Source: an optimization exercise on an open RTL-to-GDS flow (aim: small area, a short achievable clock period and few clock cycles per item). Production flows keep margins and buffers that such runs may drop. RTL that was checked went through simulation tests only; none was proved equivalent to the original.

Setup of alpha:
==> flow/design.v (excerpt) <==
module whorl_rsq (
    input             clk,
    input             rst,           
    input             in_valid,
    output            in_ready,
    input             in_sqrt,       
    input      [31:0] in_a,
    output reg        out_valid,
    output reg [31:0] out_res,
    output reg        out_sat,
    output reg        out_divz,
    output reg        out_domain
);
For scale: roughly 73 I/O pins, roughly 0.013 mm^2 of cells after synthesis.
Settings: LEC_CHECK=0, CAP_MARGIN=20, CORE_MARGIN=2, CORE_UTILIZATION=40, PLACE_DENSITY=0.6, SETUP_SLACK_MARGIN=5, SLEW_MARGIN=20; clock period 11.0 ns.
run.sh (not shown) runs the stock make flow with config.mk's settings and CLKGATE_MAP_FILE= SYNTH_SCRIPT=/design/flow/synth_recipe.tcl, a recipe that flattens the netlist after the stock synthesis.
alpha finished all stages; the layout is clean.
### alpha -> beta
# alpha
export LEC_CHECK = 0
export CAP_MARGIN = 20
export CORE_MARGIN = 2
export CORE_UTILIZATION = 40
export PLACE_DENSITY = 0.6
export SETUP_SLACK_MARGIN = 5
export SLEW_MARGIN = 20
create_clock -name core_clock -period 11.0 [get_ports {clk}]
# beta
export LEC_CHECK = 0
export CAP_MARGIN = 20
export CORE_MARGIN = 2
export CORE_UTILIZATION = 40
export PLACE_DENSITY = 0.6
export SLEW_MARGIN = 20
create_clock -name core_clock -period 11.0 [get_ports {clk}]
### Flow results
beta went all the way through the flow, and no timing, DRC or antenna check failed.
The sequential share of layout area on beta is in line with that on alpha.
From alpha to beta, met3 capacity usage during global routing did not move at all.
Worst-case headroom to the max-slew limit was lower in beta than in alpha.
No functional check of the RTL was part of any run of this note.

* * *

Setup of build 4:
whorl_rsq, a different RTL version from the one above (not shown whole).
Size in the first run: ~150 flip-flops, roughly 73 I/O pins, ~13000 sq um of cells after synthesis.
==> flow/config.mk <==
export PLATFORM = sky130hd
export DESIGN_NAME = whorl_rsq
export DESIGN_NICKNAME = whorl_rsq
export VERILOG_FILES = /design/flow/design.v
export SDC_FILE = /design/flow/constraint.sdc
export NUM_CORES = 4
export LEC_CHECK = 0
export CAP_MARGIN = 0
export CORE_MARGIN = 2
export CORE_UTILIZATION = 40
export PLACE_DENSITY = 0.6
export SLEW_MARGIN = 0
==> flow/constraint.sdc <==
create_clock -name core_clock -period 11.0 [get_ports {clk}]
set_input_delay 2.2000 -clock core_clock [delete_from_list [all_inputs] [get_ports {clk}]]
set_output_delay 2.2000 -clock core_clock [all_outputs]
set_load 0.01 [all_outputs]
standard.sh (not shown) runs the stock make flow with config.mk's settings and CLKGATE_MAP_FILE= SYNTH_SCRIPT=/design/flow/synth_recipe.tcl, a recipe that flattens the netlist after the stock synthesis.
==> flow/flow/run.sh <==
#!/bin/bash
set -euo pipefail
bash standard.sh SETUP_SLACK_MARGIN=7 SETUP_MOVE_SEQUENCE=unbuffer,sizeup,swap,buffer TNS_END_PERCENT=20 finish > standard_flow.log 2>&1
Build 4 did not stop at any stage, and its layout met the timing, DRC and antenna checks.
Testbench counts of build 4, summed over its fixed seeds: cycles 234,871, items 16,000.
Input changes introduced in build 28 (baseline for comparison: build 4):
- changing CAP_MARGIN from 0 to 20
- changing CORE_UTILIZATION from 40 to 55
- changing SLEW_MARGIN from 0 to 20
- changing PLACE_DENSITY from 0.6 to 0.75
==> flow/flow/run.sh <==
#!/bin/bash
set -euo pipefail
bash standard.sh SETUP_SLACK_MARGIN=7 SETUP_MOVE_SEQUENCE=unbuffer,sizeup,swap,buffer finish > standard_flow.log 2>&1
[summary]
| number of buffers other than clock buffers in the final layout | build 28 vs build 4 | 17 lower |. Build 28 vs. build 4: total instance count after detailed placement went down by 5.8%. Taking build 4 as the reference, in build 28 fraction of met1 tracks used by global routing grew by 9.1 points, number of cell rows fell 9. The full die area reported for build 28 is smaller than that of build 4 by 8700 sq um. Post-placement setup slack: build 28 and build 4 compared, lower one is build 28.
The inputs of build 77 differ from those of build 28 as listed below.
- CORE_UTILIZATION changed from 55 to 40
- PLACE_DENSITY changed from 0.75 to 0.6
==> flow/flow/run.sh <==
#!/bin/bash
set -euo pipefail
bash standard.sh SETUP_SLACK_MARGIN=7 SETUP_MOVE_SEQUENCE=unbuffer,sizeup,swap,buffer,clone,split TNS_END_PERCENT=20 finish > standard_flow.log 2>&1
--- outcome ---
Build 77: full flow OK, the timing, DRC and antenna checks passed. [compare] base=build 28 new=build 77: non-clock buffer total of the final layout went up 74, synthesized cell count held, standard-cell row count went up 16%.
Edits applied to the flow inputs when going from build 77 to build 44:
==> flow/flow/run.sh <==
#!/bin/bash
set -euo pipefail
bash standard.sh SETUP_SLACK_MARGIN=8 SETUP_MOVE_SEQUENCE=unbuffer,sizeup,swap,buffer finish > standard_flow.log 2>&1
[summary]
- Result for build 77 and build 44: all clean
- Relative to build 77, global routing usage on met3 decreased by 0.26 points in build 44.
- Delta (build 44 minus build 77): number of resized instances in the post-cts repair step now larger, count of plain and timing-repair buffers now smaller, number of nets in the final layout now smaller.
## Diff of input files: build 6 against build 44
==> flow/flow/run.sh <==
#!/bin/bash
set -euo pipefail
bash standard.sh SETUP_SLACK_MARGIN=6.5 SETUP_MOVE_SEQUENCE=unbuffer,sizeup,swap,buffer TNS_END_PERCENT=20 finish > standard_flow.log 2>&1
- Comparing build 6 and build 44, combined buffer and inverter count along the critical path is lower on build 6.
- Build 44 vs build 6, slowest cell on the critical path: fa_1 vs clkinvlp_4
- Depth of the worst register-to-register path was lower in the run labelled build 6.
- Per the comparison of build 6 with build 44, post-route standard cell area excluding fillers lower; total length of routed wires lower.
- In the flow results for build 6 and build 44, the relative area of clock buffers and inverters in the final design is smaller on build 44.
Input changes introduced in build 94 (baseline for comparison: build 6):
==> flow/flow/run.sh <==
#!/bin/bash
set -euo pipefail
bash standard.sh SETUP_SLACK_MARGIN=7.5 SETUP_MOVE_SEQUENCE=unbuffer,sizeup,swap,buffer TNS_END_PERCENT=20 finish > standard_flow.log 2>&1
Results
- Per the comparison of build 94 with build 6, slack of the critical path increased 0.44 ns; final standard cell area without fillers increased 660 sq um.
- | placed instance count | build 94 vs build 6 | ≈ equal |

==> port drivers added, routing unchanged <==
The results above use ideal ports. As a check the final layouts listed here were re-extracted and re-timed, cells and wires unchanged.
Step 1 (the two cells are an assumption about what drives the block):
set clk [get_ports {clk}]
set_driving_cell -lib_cell sky130_fd_sc_hd__clkbuf_16 $clk
set_driving_cell -lib_cell sky130_fd_sc_hd__buf_2 [delete_from_list [all_inputs] $clk]
Step 2 adds t to the input delays and takes it off the output delays; t is the mean of the earliest and latest rising clock arrival at the registers after step 1. Input paths then give back, and output paths get back, about the clock's delay inside the block.
Three values: no drivers, after step 1, after step 2; two values: the first two.
run	shift t [ns]	slack for setup (ns)	clock arrival spread, ns	slew at the worst register clock pin (ns)
alpha	0.478	5.338 / 5.338 / 5.338	0.017 / 0.016	0.07 / 0.07
beta	0.477	4.829 / 4.829 / 4.829	0.018 / 0.018	0.07 / 0.07
build 4	0.484	6.428 / 6.428 / 6.022	0.014 / 0.014	0.07 / 0.07
build 28	0.491	5.969 / 5.969 / 5.969	0.016 / 0.015	0.08 / 0.08
build 77	0.492	6.511 / 6.539 / 6.047	0.015 / 0.015	0.07 / 0.07
build 44	0.490	6.561 / 6.561 / 6.232	0.019 / 0.018	0.07 / 0.07
build 6	0.480	6.038 / 6.038 / 5.804	0.020 / 0.020	0.08 / 0.08
build 94	0.493	6.475 / 6.475 / 6.129	0.013 / 0.013	0.08 / 0.08
After both steps every run listed still meets setup and hold. The setup slack of build 77, which loses most, moves by +0.028 ns with the drivers and by -0.464 ns with both steps.
